Source: an optimization exercise on an open RTL-to-GDS flow (aim: small area, a short achievable clock period and few clock cycles). Production flows keep margins and buffers that such runs may drop. The RTL was checked by simulation tests, not by an equivalence proof against the original design.

<file path="design/flow/config.mk">
export PLATFORM = sky130hd
export DESIGN_NAME = gcm_lane
export DESIGN_NICKNAME = gcm_lane
export VERILOG_FILES = /design/flow/design.v
export SDC_FILE = /design/flow/constraint.sdc
export NUM_CORES = 8
export LEC_CHECK = 0
export CAP_MARGIN = 30
export CORE_MARGIN = 2
export CORE_UTILIZATION = 40
export SETUP_SLACK_MARGIN = 5
export SLEW_MARGIN = 30
export SYNTH_HIERARCHICAL = 1
</file>
<file path="design/flow/constraint.sdc">
create_clock -name core_clock -period 10.0 [get_ports {clk}]
set_input_delay 2.0000 -clock core_clock [delete_from_list [all_inputs] [get_ports {clk}]]
set_output_delay 2.0000 -clock core_clock [all_outputs]
set_load 0.01 [all_outputs]
</file>
<file path="design/flow/design.v">
module gcm_sbox (
    input  wire [7:0] a,
    output wire [7:0] y
);
    wire U0, U1, U2, U3, U4, U5, U6, U7;
    assign {U0, U1, U2, U3, U4, U5, U6, U7} = a;
    wire T1, T2, T3, T4, T5, T6, T7, T8, T9, T10, T11, T12, T13, T14, T15, T16, T17, T18, T19, T20, T21, T22, T23, T24, T25, T26, T27, M1, M2, M3, M4, M5, M6, M7, M8, M9, M10, M11, M12, M13, M14, M15, M16, M17, M18, M19, M20, M21, M22, M23, M24, M25, M26, M27, M28, M29, M30, M31, M32, M33, M34, M35, M36, M37, M38, M39, M40, M41, M42, M43, M44, M45, M46, M47, M48, M49, M50, M51, M52, M53, M54, M55, M56, M57, M58, M59, M60, M61, M62, M63, L0, L1, L2, L3, L4, L5, L6, L7, L8, L9, L10, L11, L12, L13, L14, L15, L16, L17, L18, L19, L20, L21, L22, L23, L24, L25, L26, L27, L28, L29, S0, S1, S2, S3, S4, S5, S6, S7;
    assign T1 = U0 ^ U3;
    assign T2 = U0 ^ U5;
    assign T3 = U0 ^ U6;
    assign T4 = U3 ^ U5;
    assign T5 = U4 ^ U6;
    assign T6 = T1 ^ T5;
    assign T7 = U1 ^ U2;
    assign T8 = U7 ^ T6;
    assign T9 = U7 ^ T7;
    assign T10 = T6 ^ T7;
    assign T11 = U1 ^ U5;
    assign T12 = U2 ^ U5;
    assign T13 = T3 ^ T4;
    assign T14 = T6 ^ T11;
    assign T15 = T5 ^ T11;
    assign T16 = T5 ^ T12;
    assign T17 = T9 ^ T16;
    assign T18 = U3 ^ U7;
    assign T19 = T7 ^ T18;
    assign T20 = T1 ^ T19;
    assign T21 = U6 ^ U7;
    assign T22 = T7 ^ T21;
    assign T23 = T2 ^ T22;
    assign T24 = T2 ^ T10;
    assign T25 = T20 ^ T17;
    assign T26 = T3 ^ T16;
    assign T27 = T1 ^ T12;
    assign M1 = T13 & T6;
    assign M2 = T23 & T8;
    assign M3 = T14 ^ M1;
    assign M4 = T19 & U7;
    assign M5 = M4 ^ M1;
    assign M6 = T3 & T16;
    assign M7 = T22 & T9;
    assign M8 = T26 ^ M6;
    assign M9 = T20 & T17;
    assign M10 = M9 ^ M6;
    assign M11 = T1 & T15;
    assign M12 = T4 & T27;
    assign M13 = M12 ^ M11;
    assign M14 = T2 & T10;
    assign M15 = M14 ^ M11;
    assign M16 = M3 ^ M2;
    assign M17 = M5 ^ T24;
    assign M18 = M8 ^ M7;
    assign M19 = M10 ^ M15;
    assign M20 = M16 ^ M13;
    assign M21 = M17 ^ M15;
    assign M22 = M18 ^ M13;
    assign M23 = M19 ^ T25;
    assign M24 = M22 ^ M23;
    assign M25 = M22 & M20;
    assign M26 = M21 ^ M25;
    assign M27 = M20 ^ M21;
    assign M28 = M23 ^ M25;
    assign M29 = M28 & M27;
    assign M30 = M26 & M24;
    assign M31 = M20 & M23;
    assign M32 = M27 & M31;
    assign M33 = M27 ^ M25;
    assign M34 = M21 & M22;
    assign M35 = M24 & M34;
    assign M36 = M24 ^ M25;
    assign M37 = M21 ^ M29;
    assign M38 = M32 ^ M33;
    assign M39 = M23 ^ M30;
    assign M40 = M35 ^ M36;
    assign M41 = M38 ^ M40;
    assign M42 = M37 ^ M39;
    assign M43 = M37 ^ M38;
    assign M44 = M39 ^ M40;
    assign M45 = M42 ^ M41;
    assign M46 = M44 & T6;
    assign M47 = M40 & T8;
    assign M48 = M39 & U7;
    assign M49 = M43 & T16;
    assign M50 = M38 & T9;
    assign M51 = M37 & T17;
    assign M52 = M42 & T15;
    assign M53 = M45 & T27;
    assign M54 = M41 & T10;
    assign M55 = M44 & T13;
    assign M56 = M40 & T23;
    assign M57 = M39 & T19;
    assign M58 = M43 & T3;
    assign M59 = M38 & T22;
    assign M60 = M37 & T20;
    assign M61 = M42 & T1;
    assign M62 = M45 & T4;
    assign M63 = M41 & T2;
    assign L0 = M61 ^ M62;
    assign L1 = M50 ^ M56;
    assign L2 = M46 ^ M48;
    assign L3 = M47 ^ M55;
    assign L4 = M54 ^ M58;
    assign L5 = M49 ^ M61;
    assign L6 = M62 ^ L5;
    assign L7 = M46 ^ L3;
    assign L8 = M51 ^ M59;
    assign L9 = M52 ^ M53;
    assign L10 = M53 ^ L4;
    assign L11 = M60 ^ L2;
    assign L12 = M48 ^ M51;
    assign L13 = M50 ^ L0;
    assign L14 = M52 ^ M61;
    assign L15 = M55 ^ L1;
    assign L16 = M56 ^ L0;
    assign L17 = M57 ^ L1;
    assign L18 = M58 ^ L8;
    assign L19 = M63 ^ L4;
    assign L20 = L0 ^ L1;
    assign L21 = L1 ^ L7;
    assign L22 = L3 ^ L12;
    assign L23 = L18 ^ L2;
    assign L24 = L15 ^ L9;
    assign L25 = L6 ^ L10;
    assign L26 = L7 ^ L9;
    assign L27 = L8 ^ L10;
    assign L28 = L11 ^ L14;
    assign L29 = L11 ^ L17;
    assign S0 = L6 ^ L24;
    assign S1 = ~(L16 ^ L26);
    assign S2 = ~(L19 ^ L28);
    assign S3 = L6 ^ L21;
    assign S4 = L20 ^ L22;
    assign S5 = L25 ^ L29;
    assign S6 = ~(L13 ^ L27);
    assign S7 = ~(L6 ^ L23);
    assign y = {S0, S1, S2, S3, S4, S5, S6, S7};
endmodule
module gcm_lane (
    input  wire         clk,
    input  wire         rst,
    input  wire         start_valid,
    output wire         start_ready,
    input  wire [127:0] start_key,
    input  wire [95:0]  start_iv,
    input  wire         start_decrypt,
    input  wire         in_valid,
    output wire         in_ready,
    input  wire [127:0] in_data,
    input  wire [4:0]   in_bytes,
    input  wire         in_aad,
    input  wire         in_last,
    output reg          out_valid,
    output reg  [127:0] out_data,
    output reg          tag_valid,
    output reg  [127:0] tag
);
    localparam integer GD     = 26;                     
    localparam integer GSTEPS = (128 + GD - 1) / GD;    
    localparam integer XW     = GSTEPS * GD;            
    localparam integer PAD    = XW - 128;
    localparam JOB_P1 = 1'b0,     
               JOB_PN = 1'b1;     
    function [127:0] byte_mask;
        input [4:0] n;
        integer b;
        begin
            for (b = 0; b < 16; b = b + 1)
                byte_mask[127 - 8*b -: 8] = (b < n) ? 8'hff : 8'h00;
        end
    endfunction
    function [7:0] xtime;
        input [7:0] b;
        begin
            xtime = {b[6:0], 1'b0} ^ (b[7] ? 8'h1b : 8'h00);
        end
    endfunction
    function [31:0] mix_col;
        input [31:0] c;
        reg [7:0] a0, a1, a2, a3;
        begin
            a0 = c[31:24]; a1 = c[23:16]; a2 = c[15:8]; a3 = c[7:0];
            mix_col[31:24] = xtime(a0 ^ a1) ^ a1 ^ a2 ^ a3;
            mix_col[23:16] = xtime(a1 ^ a2) ^ a2 ^ a3 ^ a0;
            mix_col[15:8]  = xtime(a2 ^ a3) ^ a3 ^ a0 ^ a1;
            mix_col[7:0]   = xtime(a3 ^ a0) ^ a0 ^ a1 ^ a2;
        end
    endfunction
    function [127:0] shift_rows;
        input [127:0] s;
        integer r, c;
        begin
            for (c = 0; c < 4; c = c + 1)
                for (r = 0; r < 4; r = r + 1)
                    shift_rows[127 - 8*(4*c + r) -: 8] = s[127 - 8*(4*((c + r) % 4) + r) -: 8];
        end
    endfunction
    function [127:0] mix_columns;
        input [127:0] s;
        begin
            mix_columns = {mix_col(s[127:96]), mix_col(s[95:64]),
                           mix_col(s[63:32]),  mix_col(s[31:0])};
        end
    endfunction
    function [127:0] mul_alpha;
        input [127:0] v;
        begin
            mul_alpha = {1'b0, v[127:1]} ^ (v[0] ? {8'he1, 120'd0} : 128'd0);
        end
    endfunction
    function [7:0] rcon_of;
        input [3:0] r;
        begin
            case (r)
                4'd1:  rcon_of = 8'h01;
                4'd2:  rcon_of = 8'h02;
                4'd3:  rcon_of = 8'h04;
                4'd4:  rcon_of = 8'h08;
                4'd5:  rcon_of = 8'h10;
                4'd6:  rcon_of = 8'h20;
                4'd7:  rcon_of = 8'h40;
                4'd8:  rcon_of = 8'h80;
                4'd9:  rcon_of = 8'h1b;
                4'd10: rcon_of = 8'h36;
                default: rcon_of = 8'h00;
            endcase
        end
    endfunction
    reg [127:0] key_r;
    reg [95:0]  iv_r;
    reg         dec_r;
    reg [12:0]  cnt;           
    reg         msg_act;       
    reg [127:0] sa, sb;        
    reg [127:0] pa, pb;        
    reg [127:0] rk;            
    reg [31:0]  ksub;          
    reg [31:0]  kw3;           
    reg [4:0]   cyc;           
    reg         c_fin;         
    reg         c_zero;        
    reg [7:0]   rcon;          
    reg         a_run;
    reg         fresh;         
    reg         job;           
    reg         ypend;         
    reg [127:0] ks0, ks1, ks2, ks3;    
    reg [3:0]   kv;            
    reg [3:0]   cv;            
    reg [3:0]   cl;            
    reg [1:0]   kptr;          
    reg [1:0]   gptr;          
    reg         seen_text;     
    reg         hpend;         
    reg [127:0] h_r;
    reg         h_valid;       
    reg         j0v;           
    reg [127:0] y;             
    reg [XW-1:0] xs;           
    reg [2:0]   gcnt;
    reg         gh_busy;
    reg         gh_lastbeat;   
    reg         gh_len;        
    reg [15:0]  aad_len;
    reg [15:0]  txt_len;
    wire [127:0] sub_a, sub_b;
    genvar gi;
    generate
        for (gi = 0; gi < 16; gi = gi + 1) begin : g_sub
            gcm_sbox u_sa (.a(sa[127 - 8*gi -: 8]), .y(sub_a[127 - 8*gi -: 8]));
            gcm_sbox u_sb (.a(sb[127 - 8*gi -: 8]), .y(sub_b[127 - 8*gi -: 8]));
        end
    endgenerate
    wire fin = c_fin;                                   
    wire [127:0] oa = (fin ? pa : mix_columns(pa)) ^ rk;
    wire [127:0] ob = (fin ? pb : mix_columns(pb)) ^ rk;
    wire [31:0]  ksw  = kw3;
    wire [31:0]  ksb_o;
    gcm_sbox u_ks0 (.a(ksw[23:16]), .y(ksb_o[31:24]));
    gcm_sbox u_ks1 (.a(ksw[15:8]),  .y(ksb_o[23:16]));
    gcm_sbox u_ks2 (.a(ksw[7:0]),   .y(ksb_o[15:8]));
    gcm_sbox u_ks3 (.a(ksw[31:24]), .y(ksb_o[7:0]));
    wire [127:0] kb  = c_zero ? key_r : rk;
    wire [31:0]  kt  = ksub ^ {rcon, 24'd0};
    wire [31:0]  r0  = kb[127:96];
    wire [31:0]  r01 = kb[127:96] ^ kb[95:64];
    wire [31:0]  r02 = r01 ^ kb[63:32];
    wire [31:0]  r03 = r02 ^ kb[31:0];
    wire [127:0] rk_next = {r0 ^ kt, r01 ^ kt, r02 ^ kt, r03 ^ kt};
    wire gh_step_last = (gcnt == GSTEPS - 1);
    reg  kv_cur;
    reg  [127:0] ks_cur;
    always @(*) begin
        case (kptr)
            2'd0:    begin kv_cur = kv[0]; ks_cur = ks0; end
            2'd1:    begin kv_cur = kv[1]; ks_cur = ks1; end
            2'd2:    begin kv_cur = kv[2]; ks_cur = ks2; end
            default: begin kv_cur = kv[3]; ks_cur = ks3; end
        endcase
    end
    reg  cv_g, cl_g;
    reg  [127:0] ct_g;
    always @(*) begin
        case (gptr)
            2'd0:    begin cv_g = cv[0]; cl_g = cl[0]; ct_g = ks0; end
            2'd1:    begin cv_g = cv[1]; cl_g = cl[1]; ct_g = ks1; end
            2'd2:    begin cv_g = cv[2]; cl_g = cl[2]; ct_g = ks2; end
            default: begin cv_g = cv[3]; cl_g = cl[3]; ct_g = ks3; end
        endcase
    end
    wire gh_free = !gh_busy || (gh_step_last && !gh_len && !gh_lastbeat);
    assign start_ready = !msg_act;
    assign in_ready    = msg_act && h_valid && kv_cur && (seen_text || (gh_free && (cv == 4'd0)));
    wire start_take = start_valid && !msg_act;
    wire take       = in_valid && in_ready;
    wire take_aad   = take && in_aad;
    wire take_txt   = take && !in_aad;
    wire gh_ring    = gh_free && cv_g && !take_aad;    
    wire [127:0] mask      = byte_mask(in_bytes);
    wire [127:0] in_masked = in_data & mask;
    wire [127:0] text_out  = (in_data ^ ks_cur) & mask;
    wire [127:0] ct_in     = dec_r ? in_masked : text_out;    
    wire [127:0] ynext;
    gcm_ghash_step u_gstep (.h(h_r), .y(y), .d(xs[GD-1:0]), .ynext(ynext));
    wire [127:0] len_block = {45'd0, aad_len, 3'd0, 45'd0, txt_len, 3'd0};
    wire [127:0] yin       = gh_busy ? ynext : y;
    wire xw_ok = fresh || (!kv[0] && !kv[1] && !cv[0] && !cv[1] && !hpend);
    wire h_move = hpend && !h_valid && !gh_busy;
    wire yw_ok = !ypend || (!kv[2] && !kv[3] && !cv[2] && !cv[3]);
    wire a_adv = a_run && !start_take && !(c_fin && !c_zero && !xw_ok) && !(c_zero && !yw_ok);
    wire [4:0] cyc_n = (cyc == 5'd19) ? 5'd0 : cyc + 5'd1;
    wire jn    = fresh ? JOB_P1 : JOB_PN;                  
    wire [12:0]  cnt1  = cnt + 13'd1;
    wire [127:0] ld_a  = {iv_r, 19'd0, cnt}  ^ key_r;
    wire [127:0] ld_b  = {iv_r, 19'd0, cnt1} ^ key_r;
    always @(posedge clk) begin
        out_valid <= 1'b0;
        tag_valid <= 1'b0;
        out_data  <= text_out;
        ksub      <= ksb_o;
        if (gh_ring) begin
            cv[gptr] <= 1'b0;
            gptr     <= gptr + 2'd1;
        end
        if (take_txt) begin
            kv[kptr] <= 1'b0;
            cv[kptr] <= 1'b1;
            cl[kptr] <= in_last;
            case (kptr)
                2'd0:    ks0 <= ct_in;
                2'd1:    ks1 <= ct_in;
                2'd2:    ks2 <= ct_in;
                default: ks3 <= ct_in;
            endcase
            kptr      <= kptr + 2'd1;
            seen_text <= 1'b1;
        end
        if (start_take) begin
            key_r <= start_key;
            iv_r  <= start_iv;
            dec_r <= start_decrypt;
            cnt   <= 13'd2;
            cyc   <= 5'd19;
            kw3   <= start_key[31:0];
            c_fin <= 1'b1;
            c_zero <= 1'b0;
            rcon  <= 8'h01;
            fresh <= 1'b1;
            ypend <= 1'b0;
            a_run <= 1'b1;
            kv    <= 4'd0;
            kptr  <= 2'd2;
            seen_text <= 1'b0;
        end else if (a_adv) begin
            pa   <= shift_rows(sub_a);
            pb   <= shift_rows(sub_b);
            if (!cyc[0]) begin
                rk  <= rk_next;
                kw3 <= (cyc == 5'd18) ? key_r[31:0] : rk_next[31:0];
            end
            cyc    <= cyc_n;
            c_fin  <= (cyc_n == 5'd19) || (cyc_n == 5'd0);
            c_zero <= (cyc_n == 5'd0);
            if (c_fin && !c_zero)
                rcon <= 8'h01;
            else if (!cyc[0])
                rcon <= rcon_of(cyc_n[4:1] + 4'd2);
            if (c_fin && !c_zero) begin
                if (!fresh) begin
                    ks0 <= oa;
                    ks1 <= ob;
                    if (job == JOB_P1) begin
                        hpend <= 1'b1;
                    end else begin
                        kv[0] <= 1'b1;
                        kv[1] <= 1'b1;
                    end
                end
                ypend <= !fresh;
                job   <= jn;
                fresh <= 1'b0;
                if (jn == JOB_P1) begin
                    sa <= key_r;
                    sb <= {iv_r, 32'd1} ^ key_r;
                end else begin
                    sa  <= ld_a;
                    sb  <= ld_b;
                    cnt <= cnt + 13'd2;
                end
            end else if (c_zero) begin
                if (ypend) begin
                    ks2   <= oa;
                    ks3   <= ob;
                    kv[2] <= 1'b1;
                    kv[3] <= 1'b1;
                end
                ypend <= 1'b0;
                sa    <= ld_a;
                sb    <= ld_b;
                cnt   <= cnt + 13'd2;
            end else begin
                sa <= oa;
                sb <= ob;
            end
        end
        if (h_move) begin
            h_r     <= ks0;
            tag     <= ks1;
            h_valid <= 1'b1;
            j0v     <= 1'b1;
            hpend   <= 1'b0;
            gptr    <= 2'd2;
        end
        if (gh_busy) begin
            y    <= ynext;
            xs   <= xs >> GD;
            gcnt <= gcnt + 3'd1;
            if (gh_step_last) begin
                if (gh_lastbeat) begin
                    xs          <= {ynext ^ len_block, {PAD{1'b0}}};
                    y           <= 128'd0;
                    gcnt        <= 3'd0;
                    gh_lastbeat <= 1'b0;
                    gh_len      <= 1'b1;
                end else if (gh_len) begin
                    if (j0v) begin
                        tag       <= tag ^ ynext;
                        tag_valid <= 1'b1;
                        y         <= 128'd0;
                        gh_busy   <= 1'b0;
                        gh_len    <= 1'b0;
                        h_valid   <= 1'b0;
                        j0v       <= 1'b0;
                        aad_len   <= 16'd0;
                        txt_len   <= 16'd0;
                    end else begin
                        y    <= y;
                        xs   <= xs;
                        gcnt <= gcnt;
                    end
                end else begin
                    gh_busy <= 1'b0;
                end
            end
        end
        if (take_aad || gh_ring) begin
            xs          <= {yin ^ (take_aad ? in_masked : ct_g), {PAD{1'b0}}};
            y           <= 128'd0;
            gcnt        <= 3'd0;
            gh_busy     <= 1'b1;
            gh_lastbeat <= take_aad ? in_last : cl_g;
        end
        if (take) begin
            out_valid   <= !in_aad;
            if (in_aad) aad_len <= aad_len + {11'd0, in_bytes};
            else        txt_len <= txt_len + {11'd0, in_bytes};
            if (in_last) msg_act <= 1'b0;
        end
        if (start_take)
            msg_act <= 1'b1;
        if (rst) begin
            msg_act     <= 1'b0;
            a_run       <= 1'b0;
            kv          <= 4'd0;
            cv          <= 4'd0;
            hpend       <= 1'b0;
            h_valid     <= 1'b0;
            j0v         <= 1'b0;
            gh_busy     <= 1'b0;
            gh_len      <= 1'b0;
            gh_lastbeat <= 1'b0;
            y           <= 128'd0;
            aad_len     <= 16'd0;
            txt_len     <= 16'd0;
            out_valid   <= 1'b0;
            tag_valid   <= 1'b0;
        end
    end
endmodule
module gcm_ghash_step (
    input  wire [127:0]  h,
    input  wire [127:0]  y,
    input  wire [25:0]   d,
    output wire [127:0]  ynext
);
    localparam integer GD = 26;    
    function [127:0] mul_alpha;
        input [127:0] v;
        begin
            mul_alpha = {1'b0, v[127:1]} ^ (v[0] ? {8'he1, 120'd0} : 128'd0);
        end
    endfunction
    reg [127:0] hp [0:GD-1];
    reg [127:0] gsum;
    reg [127:0] yd;
    integer j;
    always @(*) begin
        hp[0] = h;
        for (j = 1; j < GD; j = j + 1)
            hp[j] = mul_alpha(hp[j-1]);
        gsum = 128'd0;
        for (j = 0; j < GD; j = j + 1)
            if (d[GD - 1 - j])
                gsum = gsum ^ hp[j];
        yd = y;
        for (j = 0; j < GD; j = j + 1)
            yd = mul_alpha(yd);
    end
    assign ynext = yd ^ gsum;
endmodule
</file>
<file path="design/flow/flow/run.sh">
#!/bin/bash
set -euo pipefail
REPAIR_MARGIN=${REPAIR_MARGIN:-}
W=$PWD
rm -rf "$W/scripts_abc"
cp -r "$FLOW_HOME/scripts" "$W/scripts_abc"
cp "$W/flow/abc_speed.script" "$W/scripts_abc/abc_speed.script"
python3 - "$W/scripts_abc/synth.tcl" <<'PY'
import sys
p = sys.argv[1]
s = open(p).read()
old = "  log_cmd abc {*}$abc_args\n"
assert s.count(old) == 1, "synth.tcl: abc call not found"
s = s.replace(old, """  # the GHASH step keeps ORFS's own mapping; the rest gets the XOR-friendly one
  set abc_args_std [lreplace $abc_args 1 1 $::env(FLOW_HOME)/scripts/abc_speed.script]
  log_cmd abc {*}$abc_args_std gcm_ghash_step
  log_cmd abc {*}$abc_args gcm_lane gcm_sbox
""")
open(p, "w").write(s)
PY
bash "$W/standard.sh" SCRIPTS_DIR="$W/scripts_abc" synth > "$W/run_synth.log" 2>&1
if [[ -n "$REPAIR_MARGIN" ]]; then
  bash "$W/standard.sh" SETUP_SLACK_MARGIN="$REPAIR_MARGIN" > "$W/run_layout.log" 2>&1
else
  bash "$W/standard.sh" > "$W/run_layout.log" 2>&1
fi
</file>
<file path="design/flow/flow/abc_speed.script">
strash
&get -n
&fraig -x
&put
scorr
dc2
strash
&get -n
&dch -f
&nf
&put
</file>
<file path="design/flow/standard.sh">
#!/bin/bash
# synth_recipe.tcl (not shown) runs the flow's synth.tcl, then flattens the netlist and writes it again
# the make line also repeats each setting of config.mk as NAME=value (left out here)
make -C /OpenROAD-flow-scripts/flow DESIGN_CONFIG=/design/flow/config.mk WORK_HOME=/design/flow/orfs CLKGATE_MAP_FILE= SYNTH_SCRIPT=/design/flow/synth_recipe.tcl "${@:-finish}"
</file>
==> impl_table.tex, run 1 <==
\begin{tabular}{lr}
\hline
Metric & Value \\
\hline
\multicolumn{2}{l}{\textbf{Place}} \\
\quad Final Wtd Congestion & 1.027 \\
\quad DPL Wire Length & 649.7 mm \\
\quad Port buffer count & 623 \\
\quad Post-placement worst setup slack & 3.712 ns \\
\quad Area after DPL & 204000 um2 \\
\multicolumn{2}{l}{\textbf{Timing}} \\
\quad Min Clock Period, post-route & 4.974 ns \\
\quad Slew at the pin closest to its max-slew limit & 1.227 ns \\
\quad Unrepaired setup endpoints after global routing & true \\
\quad Count of endpoints failing hold in the final timing report & 0 \\
\quad Peak clock frequency supported by timing & 0.2010 GHz \\
\quad Setup-failing EPs final & 0 \\
\quad Worst slew margin relative to its limit & 17.78\% \\
\quad Final-report max-slew violation count & 0 \\
\quad Setup clock skew after layout & 0.08347 ns \\
\quad Min setup slack post-route & 5.026 ns \\
\quad Tcrit/Tclk final & 49.74\% \\
\multicolumn{2}{l}{\textbf{Routing}} \\
\quad Avg WL per Cell & 30.96 um \\
\quad Post-route ant nets & 0 \\
\quad Remaining design rule violation count & 0 \\
\quad Wirelength, routed & 907.1 mm \\
\quad Total number of vias & 173852 \\
\quad Detailed-route vias per instance & 5.934 \\
\quad Number of iterations in the first detailed-routing pass & 12 \\
\quad DRC violation total after the first TritonRoute iteration & 26497 \\
\multicolumn{2}{l}{\textbf{GRT}} \\
\quad Total Routing Usage GR & 35.99\% \\
\quad Antenna violations before repair & 109 \\
\quad Via count of the first global-routing pass & 157210 \\
\quad Largest net degree at the start of global routing & 235 \\
\quad Remaining global-route overflow & 0 \\
\quad Wire length of the first global-routing pass & 1243 mm \\
\multicolumn{2}{l}{\textbf{Worst setup path}} \\
\quad Top delay family on crit path & XOR/XNOR gates \\
\quad Worst Path Buf+Inv & 0 \\
\quad Cell chain of the critical path & xor2\_2 -> xor2\_2 -> xnor2\_1 -> ha\_1 -> xor2\_1 -> xnor3\_1 -> nand2\_1 -> a2bb2oi\_1 -> mux2i\_1 -> nand2\_1 -> xnor2\_4 -> xor2\_1 -> xor3\_1 \\
\quad Endpoint type of the worst setup path & flop \\
\quad Critical path required time & 10.68 ns \\
\quad Class of the most critical setup path & reg2reg \\
\quad Worst path arrival time & 5.65 ns \\
\quad Critical Path Slowest Stage Cell & xnor3\_1 \\
\quad Worst Path Max Fanout & 6 \\
\quad Critical path launch point type & flop \\
\quad Slowest stage delay, CP & 0.59 ns \\
\multicolumn{2}{l}{\textbf{Die}} \\
\quad Core outline area & 471700 um2 \\
\quad Horizontal die dimension & 692.5 um \\
\quad Ports & 624 \\
\quad Placement row count & 252 \\
\quad Die Height & 692.5 um \\
\quad Area of the die & 479600 um2 \\
\quad Initial standard-cell utilization of the core & 40.20\% \\
\multicolumn{2}{l}{\textbf{Synth}} \\
\quad Top\_reg\_cell synth & edfxtp\_1 \\
\quad Distinct cell type count after synthesis & 77 \\
\quad Yosys Warn Count & 9 \\
\quad Number of enable flip-flop cells after synthesis & 1158 \\
\quad Share of the synthesized area in the top cell type & 23.59\% \\
\quad Leading post-synthesis cells by instance count & xnor2\_1 (5106), nand2\_1 (4997), xor2\_1 (2289) \\
\quad Most used standard cell by instance count after synthesis & xnor2\_1 \\
\quad Gate count after technology mapping & 22395 \\
\quad Mapped Nets & 22868 \\
\quad Cell taking the most area after synthesis & xnor2\_1 \\
\quad Leading post-synthesis cells by cell area & xnor2\_1 (24\%), edfxtp\_1 (18\%), dfxtp\_1 (11\%), xor2\_1 (11\%), nand2\_1 (9.9\%) \\
\quad Cell Area, Synth & 189600 um2 \\
\quad Register bit total from synthesis & 2175 \\
\quad Post-synthesis area per instance & 8.467 um2 \\
\quad Proportion of synthesized chip area in sequential cells & 29.08\% \\
\quad Share of synthesized registers carrying an async set or reset & 0\% \\
\multicolumn{2}{l}{\textbf{Worst hold path}} \\
\quad Class of the most critical hold timing path & reg2reg \\
\multicolumn{2}{l}{\textbf{Final layout}} \\
\quad Fillcell total & 45642 \\
\quad Layout area overhead & 14.65\% \\
\quad Largest register by flop count & xs \\
\quad Total non-filler cell area in the finished layout & 217400 um2 \\
\quad Flip-flop count of the largest register after layout & 130 \\
\quad Final core utilization & 46.09\% \\
\quad Fraction of final layout cells with drive strength greater than 1 & 6.515\% \\
\quad \# nets final & 23219 \\
\multicolumn{2}{l}{\textbf{CTS}} \\
\quad \# clock sinks & 2175 \\
\quad TritonCTS clock tree & done \\
\quad Hold bufs inserted after CTS & 0 \\
\quad Clock latency on the worst-skew pair & 1.01 ns \\
\quad Clock transition at the registers of the reported paths & 0.06 ns \\
\quad Cell chosen for the clock root & clkbuf\_16 \\
\quad Clock buffer count from CTS & 280 \\
\quad CTS Buffer Depth & 4 \\
\quad Maximum level of the CTS H-tree & 5 \\
\multicolumn{2}{l}{\textbf{Run status}} \\
\quad Status & timing/DRC/antenna clean \\
\multicolumn{2}{l}{\textbf{Run}} \\
\quad Maximum capacitance violations & 0 \\
\hline
\end{tabular}
cell type report:
class / instances / area, um2 / area share (%)
clock inverters: 152 / 1770 / 0.8144
diodes: 99 / 247.7 / 0.1140
flip-flops and latches: 2175 / 55150 / 25.37
multi-input cells: 19010 / 133300 / 61.32
clock buffers: 361 / 7722 / 3.552
inverters: 159 / 661.9 / 0.3045
well taps: 6223 / 7786 / 3.582
repair buffers: 1120 / 10750 / 4.946
through the flow:
step / instances / setup TNS (ns) / hold WS [ns]
after detailed placement: 28651 / 0 / 0.4605
after global routing: 29242 / 0 / 0.4824
after global placement: 28649 / 0 / 0.4495
after floorplan: 22395 / -69.25 / 0.4400
final: 29299 / 0 / 0.4638
after CTS: 29171 / 0 / 0.4371
cells by family after synthesis:
group	count (synthesis)	synth area share (%)
xor gates and xnor gates	7669	37.46
and+or+nand+nor	7042	14.83
AOI/OAI and AO/OA	3685	12.23
DFF	2175	29.08
buffers and inverters	1213	3.026
muxes	502	2.652
adders and majority gates	109	0.7272
per-layer routing:
| layer | wire length [um] | GRT usage, % |
|---|---|---|
| met1 | 333000 | 44.76 |
| met2 | 370800 | 51.84 |
| met3 | 120600 | 12.01 |
| met4 | 82280 | 25.99 |
| met5 | 381 | 0.1800 |
per-module statistics from Yosys, one instance, submodules excluded:
module / cell area, um2 / cells inside
gcm_sbox: 1056 / 132
gcm_lane: 104200 / 9942
gcm_ghash_step: 47390 / 7701
tightest hold or removal path: stages, from the launching register on:
cell,delay (ns)
dfxtp_1,0.35
nand2_1,0.07
a22oi_1,0.06
layout by cell type (no fill, tap or decap), types with 130 or more instances in the layout:
master | synthesis | layout
clkinv_1 | 147 | 168
a211oi_1 | 317 | 291
o22ai_1 | 151 | 151
nand3_1 | 150 | 148
clkdlybuf4s50_1 | 0 | 620
xor2_1 | 2289 | 2114
xnor2_1 | 5106 | 4895
xnor3_1 | 175 | 175
o21ai_0 | 1113 | 1082
nand2_1 | 4997 | 4989
nor2_1 | 1324 | 1293
clkbuf_16 | 0 | 289
dfxtp_1 | 1017 | 1010
edfxtp_1 | 1158 | 1158
buf_4 | 293 | 431
a21oi_1 | 1019 | 996
a222oi_1 | 258 | 258
o211ai_1 | 186 | 186
xnor2_2 | 3 | 187
xor2_2 | 3 | 130
mux2i_1 | 499 | 498
repair_timing:
action                     CTS  global route
setup endpoints to repair  370           306
pin swaps                    2             6
gates resized for setup    122           260
gates cloned                 0             3
setup buffers                7            18
path summary, 6_finish.rpt:
kind,slack (ns),start,to,depth (start not counted)
hold reg to reg,0.46,ks1[49],tag[49],2
setup reg to reg,5.03,sa[121],pa[122],13
setup / recovery,5.03,sa[121],pa[122],13
hold / removal,0.46,ks1[49],tag[49],2
Testbench counts, summed over its fixed seeds: cycles 35,169.
==> run 2, diff against run 1 <==
--- a/design/flow/design.v
+++ b/design/flow/design.v
@@ -247,8 +247,8 @@
     reg [3:0]   kv;            
     reg [3:0]   cv;            
     reg [3:0]   cl;            
-    reg [1:0]   kptr;          
-    reg [1:0]   gptr;          
+    reg [3:0]   kpo;           
+    reg [3:0]   gpo;           
     reg         seen_text;     
     reg         hpend;         
     reg [127:0] h_r;
@@ -257,6 +257,7 @@
     reg [127:0] y;             
     reg [XW-1:0] xs;           
     reg [2:0]   gcnt;
+    reg         g0;            
     reg         gh_busy;
     reg         gh_lastbeat;   
     reg         gh_len;        
@@ -287,26 +288,13 @@
     wire [31:0]  r03 = r02 ^ kb[31:0];
     wire [127:0] rk_next = {r0 ^ kt, r01 ^ kt, r02 ^ kt, r03 ^ kt};
     wire gh_step_last = (gcnt == GSTEPS - 1);
-    reg  kv_cur;
-    reg  [127:0] ks_cur;
-    always @(*) begin
-        case (kptr)
-            2'd0:    begin kv_cur = kv[0]; ks_cur = ks0; end
-            2'd1:    begin kv_cur = kv[1]; ks_cur = ks1; end
-            2'd2:    begin kv_cur = kv[2]; ks_cur = ks2; end
-            default: begin kv_cur = kv[3]; ks_cur = ks3; end
-        endcase
-    end
-    reg  cv_g, cl_g;
-    reg  [127:0] ct_g;
-    always @(*) begin
-        case (gptr)
-            2'd0:    begin cv_g = cv[0]; cl_g = cl[0]; ct_g = ks0; end
-            2'd1:    begin cv_g = cv[1]; cl_g = cl[1]; ct_g = ks1; end
-            2'd2:    begin cv_g = cv[2]; cl_g = cl[2]; ct_g = ks2; end
-            default: begin cv_g = cv[3]; cl_g = cl[3]; ct_g = ks3; end
-        endcase
-    end
+    wire         kv_cur = |(kv & kpo);
+    wire [127:0] ks_cur = ({128{kpo[0]}} & ks0) | ({128{kpo[1]}} & ks1) |
+                          ({128{kpo[2]}} & ks2) | ({128{kpo[3]}} & ks3);
+    wire         cv_g   = |(cv & gpo);
+    wire         cl_g   = |(cl & gpo);
+    wire [127:0] ct_g   = ({128{gpo[0]}} & ks0) | ({128{gpo[1]}} & ks1) |
+                          ({128{gpo[2]}} & ks2) | ({128{gpo[3]}} & ks3);
     wire gh_free = !gh_busy || (gh_step_last && !gh_len && !gh_lastbeat);
     assign start_ready = !msg_act;
     assign in_ready    = msg_act && h_valid && kv_cur && (seen_text || (gh_free && (cv == 4'd0)));
@@ -320,9 +308,9 @@
     wire [127:0] text_out  = (in_data ^ ks_cur) & mask;
     wire [127:0] ct_in     = dec_r ? in_masked : text_out;    
     wire [127:0] ynext;
-    gcm_ghash_step u_gstep (.h(h_r), .y(y), .d(xs[GD-1:0]), .ynext(ynext));
+    wire [XW-1:0] xs_eff   = g0 ? (xs ^ {y, {PAD{1'b0}}}) : xs;
+    gcm_ghash_step u_gstep (.h(h_r), .y(y & {128{!g0}}), .d(xs_eff[GD-1:0]), .ynext(ynext));
     wire [127:0] len_block = {45'd0, aad_len, 3'd0, 45'd0, txt_len, 3'd0};
-    wire [127:0] yin       = gh_busy ? ynext : y;
     wire xw_ok = fresh || (!kv[0] && !kv[1] && !cv[0] && !cv[1] && !hpend);
     wire h_move = hpend && !h_valid && !gh_busy;
     wire yw_ok = !ypend || (!kv[2] && !kv[3] && !cv[2] && !cv[3]);
@@ -338,20 +326,21 @@
         out_data  <= text_out;
         ksub      <= ksb_o;
         if (gh_ring) begin
-            cv[gptr] <= 1'b0;
-            gptr     <= gptr + 2'd1;
+            cv  <= cv & ~gpo;
+            gpo <= {gpo[2:0], gpo[3]};
         end
         if (take_txt) begin
-            kv[kptr] <= 1'b0;
-            cv[kptr] <= 1'b1;
-            cl[kptr] <= in_last;
-            case (kptr)
-                2'd0:    ks0 <= ct_in;
-                2'd1:    ks1 <= ct_in;
-                2'd2:    ks2 <= ct_in;
-                default: ks3 <= ct_in;
-            endcase
-            kptr      <= kptr + 2'd1;
+            kv <= kv & ~kpo;
+            cv <= (cv & ~(gh_ring ? gpo : 4'd0)) | kpo;
+            if (kpo[0]) cl[0] <= in_last;
+            if (kpo[1]) cl[1] <= in_last;
+            if (kpo[2]) cl[2] <= in_last;
+            if (kpo[3]) cl[3] <= in_last;
+            if (kpo[0]) ks0 <= ct_in;
+            if (kpo[1]) ks1 <= ct_in;
+            if (kpo[2]) ks2 <= ct_in;
+            if (kpo[3]) ks3 <= ct_in;
+            kpo       <= {kpo[2:0], kpo[3]};
             seen_text <= 1'b1;
         end
         if (start_take) begin
@@ -368,7 +357,7 @@
             ypend <= 1'b0;
             a_run <= 1'b1;
             kv    <= 4'd0;
-            kptr  <= 2'd2;
+            kpo   <= 4'b0100;
             seen_text <= 1'b0;
         end else if (a_adv) begin
             pa   <= shift_rows(sub_a);
@@ -428,16 +417,17 @@
             h_valid <= 1'b1;
             j0v     <= 1'b1;
             hpend   <= 1'b0;
-            gptr    <= 2'd2;
+            gpo     <= 4'b0100;
         end
         if (gh_busy) begin
             y    <= ynext;
-            xs   <= xs >> GD;
+            xs   <= xs_eff >> GD;
+            g0   <= 1'b0;
             gcnt <= gcnt + 3'd1;
             if (gh_step_last) begin
                 if (gh_lastbeat) begin
-                    xs          <= {ynext ^ len_block, {PAD{1'b0}}};
-                    y           <= 128'd0;
+                    xs          <= {len_block, {PAD{1'b0}}};
+                    g0          <= 1'b1;
                     gcnt        <= 3'd0;
                     gh_lastbeat <= 1'b0;
                     gh_len      <= 1'b1;
@@ -455,6 +445,7 @@
                     end else begin
                         y    <= y;
                         xs   <= xs;
+                        g0   <= g0;
                         gcnt <= gcnt;
                     end
                 end else begin
@@ -463,12 +454,14 @@
             end
         end
         if (take_aad || gh_ring) begin
-            xs          <= {yin ^ (take_aad ? in_masked : ct_g), {PAD{1'b0}}};
-            y           <= 128'd0;
+            xs          <= {(take_aad ? in_masked : ct_g), {PAD{1'b0}}};
+            g0          <= 1'b1;
             gcnt        <= 3'd0;
             gh_busy     <= 1'b1;
             gh_lastbeat <= take_aad ? in_last : cl_g;
         end
+        if (take_aad && in_bytes != 5'd16)
+            seen_text <= 1'b1;       
         if (take) begin
             out_valid   <= !in_aad;
             if (in_aad) aad_len <= aad_len + {11'd0, in_bytes};
--- a/design/flow/flow/run.sh
+++ b/design/flow/flow/run.sh
@@ -1,6 +1,6 @@
 #!/bin/bash
 set -euo pipefail
-REPAIR_MARGIN=${REPAIR_MARGIN:-}
+REPAIR_MARGIN=5.5
 W=$PWD
 rm -rf "$W/scripts_abc"
 cp -r "$FLOW_HOME/scripts" "$W/scripts_abc"
==> impl_table.tex, run 2 <==
\begin{tabular}{lr}
\hline
Metric & Value \\
\hline
\multicolumn{2}{l}{\textbf{Run status}} \\
\quad Status & timing/DRC/antenna clean \\
\multicolumn{2}{l}{\textbf{Final layout}} \\
\quad Total non-filler cell area in the finished layout & 224400 um2 (+3.2\%) \\
\quad Final core utilization & 47.67\% (+1.6 points) \\
\quad Layout area overhead & 18.73\% \\
\quad Fraction of final layout cells with drive strength greater than 1 & 10.31\% (+3.8 points) \\
\quad Most common cell after layout, fill and taps aside & nand2\_1 \\
\quad Largest register by flop count & xs \\
\quad Top library cells by usage in the layout, fill and taps aside & nand2\_1 (5542), xnor2\_1 (4577), xor2\_1 (2158) \\
\quad Flip-flop count of the largest register after layout & 130 (unchanged) \\
\quad Area used by multi-input combinational logic & 136700 um2 (+2.5\%) \\
\quad Fillcell total & 44510 (-2.5\%) \\
\quad \# nets final & 23614 (+1.7\%) \\
\quad Area taken by flip-flops and latches & 55290 um2 (+0.24\%) \\
\multicolumn{2}{l}{\textbf{CTS}} \\
\quad Maximum level of the CTS H-tree & 5 (unchanged) \\
\quad TritonCTS clock tree & done \\
\quad Clock buffer count from CTS & 278 (-0.71\%) \\
\quad Clock transition at the registers of the reported paths & 0.06 ns (about the same) \\
\quad Clock latency on the worst-skew pair & 0.99 ns (-0.02 ns) \\
\quad Hold bufs inserted after CTS & 0 (unchanged) \\
\quad Cell chosen for the clock root & clkbuf\_16 \\
\quad CTS Buffer Depth & 4 (unchanged) \\
\quad \# clock sinks & 2180 (+0.23\%) \\
\multicolumn{2}{l}{\textbf{Worst setup path}} \\
\quad Slowest stage delay, CP & 0.57 ns (-0.02 ns) \\
\quad Class of the most critical setup path & reg2reg \\
\quad Endpoint type of the worst setup path & flop \\
\quad Worst Path Max Fanout & 53 (+47) \\
\quad Critical path required time & 10.82 ns (+0.14 ns) \\
\quad Cell chain of the critical path & buf\_16 -> nand2\_1 -> xnor2\_2 -> buf\_4 -> buf\_6 -> nand2\_1 -> xor2\_1 -> xnor2\_1 -> xnor2\_1 -> xnor2\_1 -> xnor2\_2 -> xor2\_1 -> nand2\_1 -> o21ai\_0 \\
\quad Critical path launch point type & flop \\
\quad Worst path arrival time & 5.48 ns (-0.17 ns) \\
\quad Top delay family on crit path & XOR/XNOR gates \\
\quad Critical Path Slowest Stage Cell & buf\_4 \\
\quad Worst Path Buf+Inv & 3 (+3) \\
\multicolumn{2}{l}{\textbf{Synth}} \\
\quad Gate count after technology mapping & 22385 (-0.045\%) \\
\quad Leading post-synthesis cells by instance count & nand2\_1 (5589), xnor2\_1 (4976), xor2\_1 (2397) \\
\quad Share of synthesized registers carrying an async set or reset & 0\% (unchanged) \\
\quad Mapped Nets & 22844 (-0.10\%) \\
\quad Cell Area, Synth & 189000 um2 (-0.32\%) \\
\quad Number of enable flip-flop cells after synthesis & 1158 (unchanged) \\
\quad Leading post-synthesis cells by cell area & xnor2\_1 (23\%), edfxtp\_1 (18\%), xor2\_1 (11\%), nand2\_1 (11\%), dfxtp\_1 (11\%) \\
\quad Yosys Warn Count & 9 (unchanged) \\
\quad Top\_reg\_cell synth & edfxtp\_1 \\
\quad Most used standard cell by instance count after synthesis & nand2\_1 \\
\quad Proportion of synthesized chip area in sequential cells & 29.22\% (+0.15 points) \\
\quad Share of the synthesized area in the top cell type & 23.06\% (-0.53 points) \\
\quad Distinct cell type count after synthesis & 73 (-5.2\%) \\
\quad Post-synthesis area per instance & 8.443 um2 (-0.28\%) \\
\quad Cell taking the most area after synthesis & xnor2\_1 \\
\quad Register bit total from synthesis & 2180 (+0.23\%) \\
\multicolumn{2}{l}{\textbf{Worst hold path}} \\
\quad Class of the most critical hold timing path & reg2reg \\
\multicolumn{2}{l}{\textbf{Die}} \\
\quad Ports & 624 (unchanged) \\
\quad Placement row count & 252 (unchanged) \\
\quad Horizontal die dimension & 691.4 um (-0.16\%) \\
\quad Core outline area & 470700 um2 (-0.20\%) \\
\quad Initial standard-cell utilization of the core & 40.15\% (-0.049 points) \\
\quad Die Height & 691.4 um (-0.16\%) \\
\quad Area of the die & 478000 um2 (-0.32\%) \\
\multicolumn{2}{l}{\textbf{Place}} \\
\quad DPL Wire Length & 643.0 mm (-1.0\%) \\
\quad Port buffer count & 623 (unchanged) \\
\quad Final Wtd Congestion & 1.022 (-0.50\%) \\
\quad Post-placement worst setup slack & 3.003 ns (-0.7085 ns) \\
\quad Area after DPL & 202800 um2 (-0.58\%) \\
\multicolumn{2}{l}{\textbf{Run}} \\
\quad Maximum capacitance violations & 0 (unchanged) \\
\multicolumn{2}{l}{\textbf{Timing}} \\
\quad Setup TNS & 0 ns (unchanged) \\
\quad Count of endpoints failing hold in the final timing report & 0 (unchanged) \\
\quad Peak clock frequency supported by timing & 0.2149 GHz (+6.9\%) \\
\quad Unrepaired setup endpoints after global routing & true \\
\quad Tcrit/Tclk final & 46.53\% (-3.2 points) \\
\quad Setup-failing EPs final & 0 (unchanged) \\
\quad Min Clock Period, post-route & 4.653 ns (-0.3217 ns) \\
\quad Slew at the pin closest to its max-slew limit & 1.299 ns (+0.07187 ns) \\
\quad Setup clock skew after layout & 0.09789 ns (+0.01441 ns) \\
\quad Worst slew margin relative to its limit & 12.77\% (-5.0 points) \\
\quad Min setup slack post-route & 5.347 ns (+0.3217 ns) \\
\quad Final-report max-slew violation count & 0 (unchanged) \\
\multicolumn{2}{l}{\textbf{Routing}} \\
\quad Remaining design rule violation count & 0 (unchanged) \\
\quad Total number of vias & 176384 (+1.5\%) \\
\quad Post-route ant nets & 0 (unchanged) \\
\quad Number of iterations in the first detailed-routing pass & 12 (unchanged) \\
\quad DRC violation total after the first TritonRoute iteration & 26808 (+1.2\%) \\
\quad Avg WL per Cell & 31.01 um (+0.16\%) \\
\quad Detailed-route vias per instance & 5.937 (about the same) \\
\quad Wirelength, routed & 921.3 mm (+1.6\%) \\
\multicolumn{2}{l}{\textbf{GRT}} \\
\quad Remaining global-route overflow & 0 (unchanged) \\
\quad Wire length of the first global-routing pass & 1251 mm (+0.67\%) \\
\quad Total Routing Usage GR & 36.40\% (+0.42 points) \\
\quad Largest net degree at the start of global routing & 176 (-25\%) \\
\quad Antenna violations before repair & 116 (+6.4\%) \\
\quad Via count of the first global-routing pass & 159041 (+1.2\%) \\
\hline
\end{tabular}
## run 2: cell count changes after synthesis, sizes merged, moves of 117 or more
cell,previous run,this run
nand2,4997,5589
and3,41,203
a211oi,317,107
nor2b,85,211
xnor2,5109,4979
nor2,1324,1002
a21oi,1019,902
a31oi,75,198
o21ai,1113,857
## run 2: worst paths after layout
kind / startpoint / endpoint / slack, ns / cells past startpoint
setup / recovery: g0 / tag[50] / 5.35 / 14
hold / removal: rcon[1] / rcon[1] / 0.46 / 2
setup reg to reg: g0 / tag[50] / 5.35 / 14
hold reg to reg: rcon[1] / rcon[1] / 0.46 / 2
## run 2: metrics by stage
stage	hold slack (ns)	std cells
final	0.4641	29711
after global routing	0.4898	29650
after CTS	0.4671	29247
after detailed placement	0.4595	28608
after global placement	0.4527	28608
after floorplan	0.4388	22385
## run 2: layout make-up
| class | instances | share of cell area [%] |
|---|---|---|
| Multi-Input combinational cell | 18988 | 60.90 |
| Sequential cell | 2180 | 24.64 |
| Timing Repair Buffer | 1537 | 6.395 |
| Clock buffer | 370 | 3.476 |
| Tap cell | 6223 | 3.470 |
| Clock inverter | 139 | 0.6328 |
| Inverter | 165 | 0.3496 |
| Antenna cell | 104 | 0.1160 |
| Timing Repair inverter | 5 | 0.02063 |
## run 2: routing by layer
metal,vias to the layer above,GRT usage [%],share of wire [%]
met2,12435,52.52,41
met5,-,0.2600,0.032
li1,75734,-,-
met4,36,29.41,10
met3,3052,11.68,13
met1,85127,44.35,36
## run 2: cell families after synthesis
group	synth area share [%]
DFF	29.22
AOI/OAI and AO/OA	9.878
xor gates and xnor gates	37.48
and+or+nand+nor	16.68
muxes	3.053
adders and majority gates	0.6368
buffers and inverters	3.048
## run 2: modules after synthesis (local to each module, per instance)
module / cells / times used / flops+latches / cell area (um2)
gcm_lane: 9932 / 1 / 2180 / 103600
gcm_ghash_step: 7701 / 1 / 0 / 47390
gcm_sbox: 132 / 36 / 0 / 1056
## run 2: repair_timing
item                                    4_1_cts  5_1_grt
endpoints found under the setup margin     1384      792
setup buffers                               121      357
endpoints found under the hold margin         0        0
gates resized for setup                     630      567
pin swaps                                    71      322
gates cloned                                  9        3
## run 2: worst min-delay path, cell delays in order (launching register included)
cell,delay (ns)
dfxtp_1,0.31
nand2_1,0.05
a21oi_1,0.05
Testbench counts of run 2, summed over its fixed seeds: cycles 35,058.
==> run 3, diff against run 2 <==
==> design/flow/flow/abc_speed.script (replaced) <==
strash
&get -n
&fraig -x
&put
scorr
dc2
strash
dch -f
&get -n
&nf -p
&put
==> impl_table.tex, run 3 <==
\begin{tabular}{lr}
\hline
Metric & Value \\
\hline
\multicolumn{2}{l}{\textbf{Die}} \\
\quad Core outline area & 478000 um2 (+1.5\%) \\
\quad Placement row count & 254 (+0.79\%) \\
\quad Horizontal die dimension & 696.6 um (+0.75\%) \\
\quad Ports & 624 (unchanged) \\
\quad Die Height & 696.6 um (+0.75\%) \\
\quad Initial standard-cell utilization of the core & 40.14\% (about the same) \\
\quad Area of the die & 485200 um2 (+1.5\%) \\
\multicolumn{2}{l}{\textbf{Worst setup path}} \\
\quad Worst path arrival time & 2.57 ns (-2.91 ns) \\
\quad Critical path required time & 8.00 ns (-2.82 ns) \\
\quad Worst Path Buf+Inv & 1 (-2) \\
\quad Cell chain of the critical path & clkdlybuf4s50\_1 \\
\quad Worst Path Max Fanout & 1 (-98\%) \\
\quad Top delay family on crit path & flip-flops \\
\quad Endpoint type of the worst setup path & output port \\
\quad Instance count on the critical path & 1 (-13) \\
\quad Critical Path Slowest Stage Cell & dfxtp\_1 \\
\quad Critical path launch point type & flop \\
\quad R2R depth & 7 (-7) \\
\quad Class of the most critical setup path & reg2out \\
\quad Slowest stage delay, CP & 0.86 ns (+0.29 ns) \\
\multicolumn{2}{l}{\textbf{Final layout}} \\
\quad Largest register by flop count & xs \\
\quad Fraction of final layout cells with drive strength greater than 1 & 8.011\% (-2.3 points) \\
\quad Layout Cells excl Fill & 29125 (-2.0\%) \\
\quad Fillcell total & 45777 (+2.8\%) \\
\quad Most common cell after layout, fill and taps aside & nand2\_1 \\
\quad Area taken by flip-flops and latches & 55280 um2 (about the same) \\
\quad Area used by multi-input combinational logic & 136700 um2 (about the same) \\
\quad Layout area overhead & 15.93\% \\
\quad \# nets final & 22866 (-3.2\%) \\
\quad Flip-flop count of the largest register after layout & 130 (unchanged) \\
\quad Top library cells by usage in the layout, fill and taps aside & nand2\_1 (4710), xnor2\_1 (4228), xor2\_1 (2166) \\
\multicolumn{2}{l}{\textbf{Synth}} \\
\quad Compound-cell area share of the yosys netlist & 9.715\% (-0.16 points) \\
\quad Proportion of synthesized chip area in sequential cells & 28.79\% (-0.43 points) \\
\quad Area share of xor/xnor cells in the synthesized design & 37.63\% (+0.16 points) \\
\quad Share of the synthesized area in the top cell type & 21.17\% (-1.9 points) \\
\quad Top\_reg\_cell synth & edfxtp\_1 \\
\quad Fraction of the mapped netlist area in adder cells & 0.6274\% (-0.0095 points) \\
\quad Post-synthesis area per instance & 8.763 um2 (+3.8\%) \\
\quad Multiplexer share of the synthesized area & 5.346\% (+2.3 points) \\
\quad Leading post-synthesis cells by instance count & nand2\_1 (4716), xnor2\_1 (4637), xor2\_1 (2239) \\
\quad Main combinational cell family by area after synthesis & XOR/XNOR gates \\
\quad Yosys Warn Count & 9 (unchanged) \\
\quad Most used standard cell by instance count after synthesis & nand2\_1 \\
\quad Register bit total from synthesis & 2180 (unchanged) \\
\quad Simple-gate portion of the synthesized area & 14.77\% (-1.9 points) \\
\quad Number of enable flip-flop cells after synthesis & 1158 (unchanged) \\
\quad Cell taking the most area after synthesis & xnor2\_1 \\
\quad Distinct cell type count after synthesis & 74 (+1.4\%) \\
\quad Share of synthesized registers carrying an async set or reset & 0\% (unchanged) \\
\quad Cell Area, Synth & 191900 um2 (+1.5\%) \\
\quad Gate count after technology mapping & 21894 (-2.2\%) \\
\quad Leading post-synthesis cells by cell area & xnor2\_1 (21\%), edfxtp\_1 (18\%), dfxtp\_1 (11\%), xor2\_1 (10\%), nand2\_1 (9.2\%) \\
\quad Mapped Nets & 22353 (-2.1\%) \\
\multicolumn{2}{l}{\textbf{Timing}} \\
\quad Peak clock frequency supported by timing & 0.2190 GHz (+1.9\%) \\
\quad Setup TNS & 0 ns (unchanged) \\
\quad Count of endpoints failing hold in the final timing report & 0 (unchanged) \\
\quad Tightest hold margin & 0.4670 ns (+0.002849 ns) \\
\quad Unrepaired setup endpoints after global routing & true \\
\quad Setup-failing EPs final & 0 (unchanged) \\
\quad Tcrit/Tclk final & 45.66\% (-0.86 points) \\
\quad Final-report max-slew violation count & 0 (unchanged) \\
\quad Min Clock Period, post-route & 4.566 ns (-0.08631 ns) \\
\quad Setup clock skew after layout & 0.06827 ns (-0.02961 ns) \\
\quad Slew at the pin closest to its max-slew limit & 1.215 ns (-0.08358 ns) \\
\quad Worst slew margin relative to its limit & 18.39\% (+5.6 points) \\
\multicolumn{2}{l}{\textbf{GRT}} \\
\quad Wire length of the first global-routing pass & 1226 mm (-2.1\%) \\
\quad Largest net degree at the start of global routing & 188 (+6.8\%) \\
\quad Remaining global-route overflow & 0 (unchanged) \\
\quad Via count of the first global-routing pass & 154686 (-2.7\%) \\
\quad Antenna violations before repair & 131 (+13\%) \\
\quad Total Routing Usage GR & 35.36\% (-1.0 points) \\
\multicolumn{2}{l}{\textbf{Routing}} \\
\quad Post-route ant nets & 0 (unchanged) \\
\quad Wirelength, routed & 905.2 mm (-1.7\%) \\
\quad Total number of vias & 171153 (-3.0\%) \\
\quad Number of iterations in the first detailed-routing pass & 10 (-2) \\
\quad Remaining design rule violation count & 0 (unchanged) \\
\quad DRC violation total after the first TritonRoute iteration & 24632 (-8.1\%) \\
\quad Avg WL per Cell & 31.08 um (+0.23\%) \\
\quad Detailed-route vias per instance & 5.876 (-1.0\%) \\
\multicolumn{2}{l}{\textbf{Worst hold path}} \\
\quad Hold depth & 2 (unchanged) \\
\quad Class of the most critical hold timing path & reg2reg \\
\multicolumn{2}{l}{\textbf{CTS}} \\
\quad Hold bufs inserted after CTS & 0 (unchanged) \\
\quad Cell chosen for the clock root & clkbuf\_16 \\
\quad Clock latency on the worst-skew pair & 1.01 ns (+0.02 ns) \\
\quad Clock buffer count from CTS & 265 (-4.7\%) \\
\quad \# clock sinks & 2180 (unchanged) \\
\quad TritonCTS clock tree & done \\
\quad Clock transition at the registers of the reported paths & 0.06 ns (about the same) \\
\quad CTS Buffer Depth & 4 (unchanged) \\
\quad Maximum level of the CTS H-tree & 5 (unchanged) \\
\multicolumn{2}{l}{\textbf{Place}} \\
\quad Final Wtd Congestion & 1.033 (+1.1\%) \\
\quad DPL Wire Length & 635.3 mm (-1.2\%) \\
\quad Dpl cells & 28266 (-1.2\%) \\
\quad Port buffer count & 623 (unchanged) \\
\multicolumn{2}{l}{\textbf{Run}} \\
\quad Maximum capacitance violations & 0 (unchanged) \\
\multicolumn{2}{l}{\textbf{Run status}} \\
\quad Status & timing/DRC/antenna clean \\
\hline
\end{tabular}
run 3: changes by cell type in the layout (fill, tap and decap cells not counted), moves of 98 or more:
| cell | change |
|---|---|
| nand2_1 | -832 |
| mux2i_1 | +423 |
| xnor2_1 | -349 |
| xnor3_1 | +273 |
| a22oi_1 | +260 |
| buf_4 | -230 |
| a222oi_1 | -193 |
| nand3_1 | +182 |
| a31oi_1 | -166 |
| and3_1 | -155 |
| a221oi_1 | +142 |
| a21oi_1 | +117 |
| a22o_1 | +105 |
| nor2b_1 | +98 |
run 3: cell type report:
class,count,area share (%)
antenna,107,0.1204
timing repair inverter,3,0.01856
sequential,2180,24.86
timing repair buffer,1293,5.581
multi-input combinational,18440,61.48
clock buffer,359,3.307
inverter,224,0.4410
tap,6400,3.600
clock inverter,119,0.6008
run 3: logic make-up (layout without fill, tap and decap cells):
| logic type | after synthesis | count (layout) |
|---|---|---|
| mux | 1019 | 1019 |
| compound gates | 2997 | 2997 |
| xor+xnor | 7402 | 7402 |
| fa+ha+maj | 95 | 95 |
| flops | 2180 | 2180 |
| simple gates | 6923 | 6927 |
| buf+inv | 1278 | 1998 |
| other cells | 0 | 107 |
run 3: modules after synthesis (local to each module, per instance):
module          cells inside  times used  cell area, um2  flops+latches
gcm_lane                9657           1          104500           2180
gcm_ghash_step          7701           1           47390              0
gcm_sbox                 126          36            1110              0
run 3: worst paths after layout:
check,from,end,slack (ns)
setup / recovery,out_data[44],out_data[44],5.43
hold / removal,y[55],y[55],0.47
setup reg to reg,c_zero,kw3[2],5.45
hold reg to reg,y[55],y[55],0.47
run 3: repair_timing:
action                                  in CTS  in global routing
pin swaps                                   29                135
setup buffers                               65                184
cloned                                      13                 10
gates resized for setup                    393                409
endpoints found under the setup margin    1077                460
run 3: per-stage QoR:
stage                     util (%)  instance area, um2  worst slack (ns)
after floorplan                  -              191900            -3.570
after global placement       42.91              205100             3.762
after detailed placement     43.04              205700             3.654
after CTS                    45.60              218000             5.234
after global routing         46.51              222300             5.325
final                        46.53              222400             5.434
run 3: routing by layer:
metal	vias to the layer above	track usage [%]	share of wire, %
met5	-	0	0.036
met4	50	24.91	9.2
met3	2627	10.64	13
met2	11458	51.81	41
met1	82634	44.29	37
li1	74384	-	-
==> run 4, diff against run 3 <==
--- a/design/flow/flow/run.sh
+++ b/design/flow/flow/run.sh
@@ -1,6 +1,6 @@
 #!/bin/bash
 set -euo pipefail
-REPAIR_MARGIN=5.5
+REPAIR_MARGIN=5.65
 W=$PWD
 rm -rf "$W/scripts_abc"
 cp -r "$FLOW_HOME/scripts" "$W/scripts_abc"
==> impl_table.tex, run 4 <==
\begin{tabular}{lr}
\hline
Metric & Value \\
\hline
\multicolumn{2}{l}{\textbf{Run status}} \\
\quad Status & timing/DRC/antenna clean \\
\multicolumn{2}{l}{\textbf{Die}} \\
\quad Area of the die & 485200 um2 (unchanged) \\
\quad Placement row count & 254 (unchanged) \\
\quad Core outline area & 478000 um2 (unchanged) \\
\quad Horizontal die dimension & 696.6 um (unchanged) \\
\quad Die Height & 696.6 um (unchanged) \\
\quad Initial standard-cell utilization of the core & 40.14\% (unchanged) \\
\multicolumn{2}{l}{\textbf{Worst setup path}} \\
\quad Worst path arrival time & 5.15 ns (+2.58 ns) \\
\quad Critical path launch point type & flop \\
\quad Class of the most critical setup path & reg2reg \\
\quad Flop2flop setup slack & 5.55 ns (+0.10 ns) \\
\quad Worst Path Max Fanout & 90 (+89) \\
\quad End of the worst register-to-register path & kw3[3] \\
\quad R2R depth & 7 (unchanged) \\
\quad Critical path required time & 10.70 ns (+2.70 ns) \\
\multicolumn{2}{l}{\textbf{Synth}} \\
\quad Register bit total from synthesis & 2180 (unchanged) \\
\quad Most used standard cell by instance count after synthesis & nand2\_1 \\
\quad Top\_reg\_cell synth & edfxtp\_1 \\
\quad Cell taking the most area after synthesis & xnor2\_1 \\
\quad Cell Area, Synth & 191900 um2 (unchanged) \\
\quad Number of enable flip-flop cells after synthesis & 1158 (unchanged) \\
\quad Share of synthesized registers carrying an async set or reset & 0\% (unchanged) \\
\quad Proportion of synthesized chip area in sequential cells & 28.79\% (unchanged) \\
\quad Gate count after technology mapping & 21894 (unchanged) \\
\quad Mapped Nets & 22353 (unchanged) \\
\quad Distinct cell type count after synthesis & 74 (unchanged) \\
\quad Leading post-synthesis cells by instance count & nand2\_1 (4716), xnor2\_1 (4637), xor2\_1 (2239) \\
\quad Leading post-synthesis cells by cell area & xnor2\_1 (21\%), edfxtp\_1 (18\%), dfxtp\_1 (11\%), xor2\_1 (10\%), nand2\_1 (9.2\%) \\
\multicolumn{2}{l}{\textbf{Final layout}} \\
\quad Fraction of final layout cells with drive strength greater than 1 & 10.23\% (+2.2 points) \\
\quad Area taken by flip-flops and latches & 55300 um2 (about the same) \\
\quad \# nets final & 23086 (+0.96\%) \\
\quad Area used by multi-input combinational logic & 138500 um2 (+1.3\%) \\
\quad Most common cell after layout, fill and taps aside & nand2\_1 \\
\quad Top library cells by usage in the layout, fill and taps aside & nand2\_1 (4709), xnor2\_1 (4120), xor2\_1 (2111) \\
\multicolumn{2}{l}{\textbf{Timing}} \\
\quad Count of endpoints failing hold in the final timing report & 0 (unchanged) \\
\quad Final-report max-slew violation count & 0 (unchanged) \\
\quad Min setup slack post-route & 5.548 ns (+0.1144 ns) \\
\quad Setup-failing EPs final & 0 (unchanged) \\
\quad Tightest hold margin & 0.4702 ns (+0.003169 ns) \\
\quad Unrepaired setup endpoints after global routing & true \\
\quad Slew at the pin closest to its max-slew limit & 1.222 ns (+0.006802 ns) \\
\quad Worst slew margin relative to its limit & 18.24\% (-0.15 points) \\
\quad Min Clock Period, post-route & 4.452 ns (-0.1144 ns) \\
\quad Peak clock frequency supported by timing & 0.2246 GHz (+2.6\%) \\
\quad Setup clock skew after layout & 0.06409 ns (-0.004183 ns) \\
\multicolumn{2}{l}{\textbf{Worst hold path}} \\
\quad Hold path start & y[55] \\
\quad Class of the most critical hold timing path & reg2reg \\
\quad Hold-critical path endpoint & y[55] \\
\quad Hold depth & 2 (unchanged) \\
\multicolumn{2}{l}{\textbf{CTS}} \\
\quad TritonCTS clock tree & done \\
\quad Clock latency on the worst-skew pair & 1.01 ns (about the same) \\
\quad Hold bufs inserted after CTS & 0 (unchanged) \\
\quad Maximum level of the CTS H-tree & 5 (unchanged) \\
\quad Cell chosen for the clock root & clkbuf\_16 \\
\quad \# clock sinks & 2180 (unchanged) \\
\quad CTS Buffer Depth & 4 (unchanged) \\
\multicolumn{2}{l}{\textbf{Routing}} \\
\quad Total number of vias & 172624 (+0.86\%) \\
\quad Avg WL per Cell & 31.33 um (+0.80\%) \\
\quad Number of iterations in the first detailed-routing pass & 7 (-3) \\
\quad DRC violation total after the first TritonRoute iteration & 24877 (+0.99\%) \\
\quad Wirelength, routed & 919.5 mm (+1.6\%) \\
\quad Detailed-route vias per instance & 5.882 (about the same) \\
\multicolumn{2}{l}{\textbf{Run}} \\
\quad Maximum capacitance violations & 0 (unchanged) \\
\multicolumn{2}{l}{\textbf{GRT}} \\
\quad Wire length of the first global-routing pass & 1238 mm (+0.99\%) \\
\quad Antenna violations before repair & 140 (+6.9\%) \\
\quad Total Routing Usage GR & 35.76\% (+0.40 points) \\
\quad Remaining global-route overflow & 0 (unchanged) \\
\multicolumn{2}{l}{\textbf{Place}} \\
\quad DPL Wire Length & 635.3 mm (unchanged) \\
\quad Area after DPL & 205700 um2 (unchanged) \\
\hline
\end{tabular}
==> run 4: changes by cell type in the layout (fill, tap and decap cells not counted), sizes merged, moves of 2 or more <==
| cell | before | now |
|---|---|---|
| buf | 655 | 862 |
| clkdlybuf4s50 | 618 | 608 |
| bufbuf | 8 | 17 |
| dlymetal6s2s | 1 | 10 |
| diode | 107 | 111 |
| clkbuf | 369 | 372 |
| bufinv | 21 | 23 |
==> run 4: through the flow <==
step | setup TNS, ns | instances | util, %
finish | 0 | 29349 | 47.35
global route | 0 | 29305 | 47.32
CTS | 0 | 28917 | 46.05
detailed placement | 0 | 28266 | 43.04
global placement | 0 | 28260 | 42.91
floorplan | -1011.75 | 21894 | -
==> run 4: worst max-delay path by stage <==
stage	end
floorplan	ks2[0]
global placement	rk[23]
detailed placement	rk[60]
CTS	in_ready
global route	pb[82]
finish	kw3[3]
==> run 4: logic make-up (layout without fill, tap and decap cells) <==
group | Yosys count | in the layout | share of synthesized area (%)
AOI/OAI and AO/OA | 2997 | 2997 | 9.715
xor gates and xnor gates | 7402 | 7402 | 37.63
adders and majority gates | 95 | 95 | 0.6274
buffers and inverters | 1278 | 2216 | 3.118
DFF | 2180 | 2180 | 28.79
muxes | 1019 | 1019 | 5.346
other | 0 | 111 | 0
and+or+nand+nor | 6923 | 6929 | 14.77
==> run 4: Yosys stat by module, one instance, submodules excluded <==
module | flip-flops and latches | cell area [um2] | cells | times used
gcm_sbox | 0 | 1110 | 126 | 36
gcm_lane | 2180 | 104500 | 9657 | 1
gcm_ghash_step | 0 | 47390 | 7701 | 1
==> run 4: layout make-up <==
type / count / share of cell area (%)
Multi-Input combinational cell: 18442 / 61.18
Inverter: 224 / 0.4451
Clock inverter: 119 / 0.5905
Tap cell: 6400 / 3.538
Antenna cell: 111 / 0.1227
Timing Repair inverter: 4 / 0.02212
Clock buffer: 359 / 3.250
Timing Repair Buffer: 1510 / 6.416
Sequential cell: 2180 / 24.43
==> run 4: critical path, stage by stage (launching register included) <==
cell and delay (ns):
dfxtp_4 0.79, buf_6 0.45, buf_12 0.43, mux2i_1 0.89
xnor2_2 0.37, xnor2_1 0.25, mux2i_1 0.51, o21ai_0 0.14
==> run 4: per-layer routing <==
metal / vias to the layer above / global-route usage (%) / wire length [um]
met5: - / 0 / 468
met4: 66 / 26.04 / 86330
met3: 2825 / 10.88 / 118000
met2: 11620 / 52.19 / 379300
met1: 83334 / 44.57 / 335400
li1: 74779 / - / -
==> run 4: timing repair <==
item,CTS,global route
setup buffers,151,306
setup endpoints to repair,1290,712
gates resized for setup,602,579
endpoints found under the hold margin,0,0
pin swaps,101,237
cloned,22,13

static timing again, ports no longer ideal:
The flow's constraints put no driver on any port. The routed layouts listed below were extracted and timed again, unchanged, in two steps. Step 1 assumes that a clkbuf_16 drives the clock port and a buf_2 every other input. Step 2 times the ports against the registers' clock, not the clock port: input delays grow and output delays shrink by t, the midpoint of the rising clock arrivals with the driver on. Slacks: ideal ports / drivers / drivers and shift; pairs: ideal ports / drivers.
run | t, ns | setup WS [ns] | slew at the worst register clock pin (ns)
run 1 | 1.095 | 5.026 / 5.026 / 4.081 | 0.08 / 0.08
run 2 | 1.062 | 5.347 / 5.347 / 4.517 | 0.07 / 0.07
run 3 | 1.087 | 5.434 / 5.322 / 4.522 | 0.07 / 0.07
run 4 | 1.099 | 5.548 / 5.491 / 4.657 | 0.07 / 0.07
After both steps setup and hold are still met in every run listed. The setup slack of run 1, which loses most, moves by 0.000 ns with the drivers and by -0.945 ns with both steps.
